This design comes from an exercise in tuning for small area, a short achievable clock period and few clock cycles on the open sky130 flow, not from production work.
In this exercise RTL edits were held to simulation tests only and were not proved equivalent to the original.
Power and IR drop assume default switching activity.

Design adeger_core, start of the top module:
module adeger_core (
    input  wire        clk,
    input  wire        rst,
    input  wire        run,
    input  wire [15:0] entry,
    output wire [1:0]  state,
    output wire [3:0]  fault_cause,
    output wire [15:0] fault_pc,
    output wire [31:0] fault_word,
    output wire        imem_en,
    output wire [9:0]  imem_addr,
    input  wire [31:0] imem_rdata,
    output wire        dmem_en,
    output wire        dmem_we,
    output wire [8:0]  dmem_addr,
    output wire [47:0] dmem_wdata,
    input  wire [47:0] dmem_rdata,
    output wire        evt_valid,
    output wire [13:0] evt_code
);
==> flow/config.mk <==
export PLATFORM = sky130hd
export DESIGN_NAME = adeger_core
export DESIGN_NICKNAME = adeger_core
export VERILOG_FILES = /design/flow/design.v
export SDC_FILE = /design/flow/constraint.sdc
export NUM_CORES = 4
export LEC_CHECK = 0
export CAP_MARGIN = 40
export CORE_MARGIN = 2
export CORE_UTILIZATION = 40
export PLACE_DENSITY = 0.6
export SETUP_SLACK_MARGIN = 5
export SLEW_MARGIN = 30
==> flow/constraint.sdc <==
create_clock -name core_clock -period 12.0 [get_ports {clk}]
set_input_delay 2.4000 -clock core_clock [delete_from_list [all_inputs] [get_ports {clk}]]
set_output_delay 2.4000 -clock core_clock [all_outputs]
set_load 0.01 [all_outputs]
run.sh (not shown) runs the stock make flow with config.mk's settings and CLKGATE_MAP_FILE= SYNTH_SCRIPT=/design/flow/synth_recipe.tcl, a recipe that flattens the netlist after the stock synthesis.
The first run ran to the end with no violations.
Testbench counts at the start, summed over its fixed seeds: cycles 199,151.
Edit:
==> flow/flow/run.sh (new file) <==
#!/bin/bash
# The standard layout with its constraints, with these changes to how it is
# made: timing repair aims further below the clock period (setup margin) and
# works on the worst 10% of the endpoints below that margin, the resizer may
# swap a cell for one of another footprint, and the port buffers are buf_2
# cells.
set -o pipefail
bash standard.sh SETUP_SLACK_MARGIN=7.25 TNS_END_PERCENT=10 MATCH_CELL_FOOTPRINT=0 \
    'BUFFER_PORTS_ARGS=-buffer_cell sky130_fd_sc_hd__buf_2' finish > standard.log 2>&1
==> flow/standard.sh (new file) <==
#!/bin/bash
# synth_recipe.tcl (not shown) runs the flow's synth.tcl, then flattens the netlist and writes it again
# the make line also repeats each setting of config.mk as NAME=value (left out here)
make -C /OpenROAD-flow-scripts/flow DESIGN_CONFIG=/design/flow/config.mk WORK_HOME=/design/flow/orfs CLKGATE_MAP_FILE= SYNTH_SCRIPT=/design/flow/synth_recipe.tcl "${@:-finish}"
Settings changed: CORE_UTILIZATION 40 to 55, PLACE_DENSITY 0.6 to 0.72, SETUP_SLACK_MARGIN 5 to not set.
removed: flow/run.sh
Outcome: Global-route usage grows by 16 points. Sequential share of layout area came out lower by 2.6 points. Hold slack improved by 86 ps. Setup slack gets better by 1500 ps. Count of clock-buffer cells in the layout decreases by 6. Synthesized area does not change. Total power goes up by 2.9%. Design area increases by about 6%. Core utilization goes up by 22 points. Die area fell by about 27%. Cell count falls by 3.7%.
Edit:
==> flow/flow/run.sh (replaced) <==
#!/bin/bash
# The standard layout with its constraints, with these changes to how it is
# made: timing repair aims further below the clock period (setup margin),
# timing repair works on the worst 20% of failing endpoints, the resizer may swap a cell for one of another footprint, and the port
# buffers are buf_4 cells.
set -o pipefail
bash standard.sh SETUP_SLACK_MARGIN=7 TNS_END_PERCENT=20 MATCH_CELL_FOOTPRINT=0 \
    'BUFFER_PORTS_ARGS=-buffer_cell sky130_fd_sc_hd__buf_4' finish > standard.log 2>&1
Settings changed: CORE_UTILIZATION 55 to 40, PLACE_DENSITY 0.72 to 0.6.
The changed run completed with no timing, DRC or antenna violations.
Clock power grows by 7.0%.
Design area stays flat.
Wire length grows by 2.7%.
Sequential share of layout area barely changes.
Synthesized cell count is unchanged.
Sequential power barely changes.
Power grows by 1.9%.
Clock skew grows by 59 ps.
Core utilization shrinks by 19 points.
Worst setup slack improved by 180 ps.
Critical path depth shrinks by 1.
Edit:
==> flow/flow/run.sh (replaced) <==
#!/bin/bash
# The standard layout with its constraints, with these changes to how it is
# made: timing repair aims further below the clock period (setup margin) and
# works on the worst 20% of the endpoints below that margin, the resizer may
# swap a cell for one of another footprint, and the port buffers are buf_2
# cells.
set -o pipefail
bash standard.sh SETUP_SLACK_MARGIN=7 TNS_END_PERCENT=20 MATCH_CELL_FOOTPRINT=0 \
    'BUFFER_PORTS_ARGS=-buffer_cell sky130_fd_sc_hd__buf_2' finish > standard.log 2>&1
Settings changed: CORE_UTILIZATION 40 to 55, PLACE_DENSITY 0.6 to 0.72.
After rerunning: Global-route usage rises by 9.8 points; critical path depth rises by 2; synthesized cell count is unchanged; combinational power falls by about 4%; register-to-register slack got worse by 180 ps; routed wire length falls by about 7%; design area falls by 2.7%.

========
Starting RTL as in the previous note.
==> flow/config.mk <==
export PLATFORM = sky130hd
export DESIGN_NAME = adeger_core
export DESIGN_NICKNAME = adeger_core
export VERILOG_FILES = /design/flow/design.v
export SDC_FILE = /design/flow/constraint.sdc
export NUM_CORES = 4
export LEC_CHECK = 0
export CAP_MARGIN = 40
export CORE_MARGIN = 2
export CORE_UTILIZATION = 55
export PLACE_DENSITY = 0.72
export SLEW_MARGIN = 30
==> flow/constraint.sdc <==
create_clock -name core_clock -period 12.0 [get_ports {clk}]
set_input_delay 2.4000 -clock core_clock [delete_from_list [all_inputs] [get_ports {clk}]]
set_output_delay 2.4000 -clock core_clock [all_outputs]
set_load 0.01 [all_outputs]
standard.sh (not shown) runs the stock make flow with config.mk's settings and CLKGATE_MAP_FILE= SYNTH_SCRIPT=/design/flow/synth_recipe.tcl, a recipe that flattens the netlist after the stock synthesis.
==> flow/flow/run.sh <==
#!/bin/bash
# The standard layout with its constraints, with these changes to how it is
# made: timing repair aims further below the clock period (setup margin),
# the resizer may swap a cell for one of another footprint, and the port
# buffers are buf_4 cells.
set -o pipefail
bash standard.sh SETUP_SLACK_MARGIN=7 MATCH_CELL_FOOTPRINT=0 \
    'BUFFER_PORTS_ARGS=-buffer_cell sky130_fd_sc_hd__buf_4' finish > standard.log 2>&1
Testbench counts at the start, summed over its fixed seeds: cycles 199,151.
Change:
==> flow/flow/run.sh (replaced) <==
#!/bin/bash
# The standard layout, with timing repair aiming further below the clock
# period (setup margin 6.5 ns); the constraints are the design's.
set -o pipefail
bash standard.sh SETUP_SLACK_MARGIN=6.5 finish > standard.log 2>&1
--- a/flow/config.mk
+++ b/flow/config.mk
@@ -8,5 +8,5 @@
 export CAP_MARGIN = 40
 export CORE_MARGIN = 2
-export CORE_UTILIZATION = 55
-export PLACE_DENSITY = 0.72
+export CORE_UTILIZATION = 40
+export PLACE_DENSITY = 0.6
 export SLEW_MARGIN = 30
Effect: The changed run completed without violations; design area went down by about 3%; combinational power went down by 9.6%; final cell count went up by 6.2%; global-route usage went down by 15 points; core utilization went down by 20 points; flip-flop and latch count stays the same; sequential share of layout area went up by 1.2 points; clock-buffer cell count went down by 4; die area went up by 37%; sequential power barely changes; area after synthesis does not change.
Change:
==> flow/flow/run.sh (replaced) <==
#!/bin/bash
# The standard layout with its constraints, with these changes to how it is
# made: timing repair aims further below the clock period (setup margin) and
# works on the worst 5% of the endpoints below that margin, the resizer may
# swap a cell for one of another footprint, and the port buffers are buf_2
# cells.
set -o pipefail
bash standard.sh SETUP_SLACK_MARGIN=7 TNS_END_PERCENT=5 MATCH_CELL_FOOTPRINT=0 \
    'BUFFER_PORTS_ARGS=-buffer_cell sky130_fd_sc_hd__buf_2' finish > standard.log 2>&1
What happened: Setup slack improves by 0.19 ns. Via count rose by about 2.7%. Final cell count rose by 1.4%.

[static timing again, ports no longer ideal]
The flow's constraints put no driver on any port. The routed layouts listed below were extracted and timed again, unchanged, in two steps.
Step 1: set_driving_cell puts a clkbuf_16 on clk and a buf_2 on each other input, an assumption about the parent block.
Step 2 times the ports against the registers' clock, not the clock port: input delays grow and output delays shrink by t, the midpoint of the rising clock arrivals with the driver on.
Slacks: no drivers / after step 1 / after step 2; pairs: no drivers / after step 1.
run	shift t [ns]	slack for setup (ns)	worst register clock-pin slew, ns
the first run of note 1	0.850	5.000 / 5.065 / 4.215	0.08 / 0.08
the second run of note 1	0.863	6.506 / 6.499 / 5.636	0.07 / 0.07
the third run of note 1	0.856	6.685 / 6.716 / 5.868	0.07 / 0.07
the fourth run of note 1	0.851	6.637 / 6.618 / 5.767	0.07 / 0.07
the first run of note 2	0.861	6.453 / 6.438 / 5.577	0.07 / 0.07
the second run of note 2	0.853	6.331 / 6.352 / 5.500	0.07 / 0.07
the third run of note 2	0.879	6.521 / 6.505 / 5.627	0.07 / 0.07
After both steps setup and hold are still met in every run listed. For the third run of note 2, which loses most, drivers alone change the setup slack by -0.016 ns; drivers and shift together by -0.894 ns.
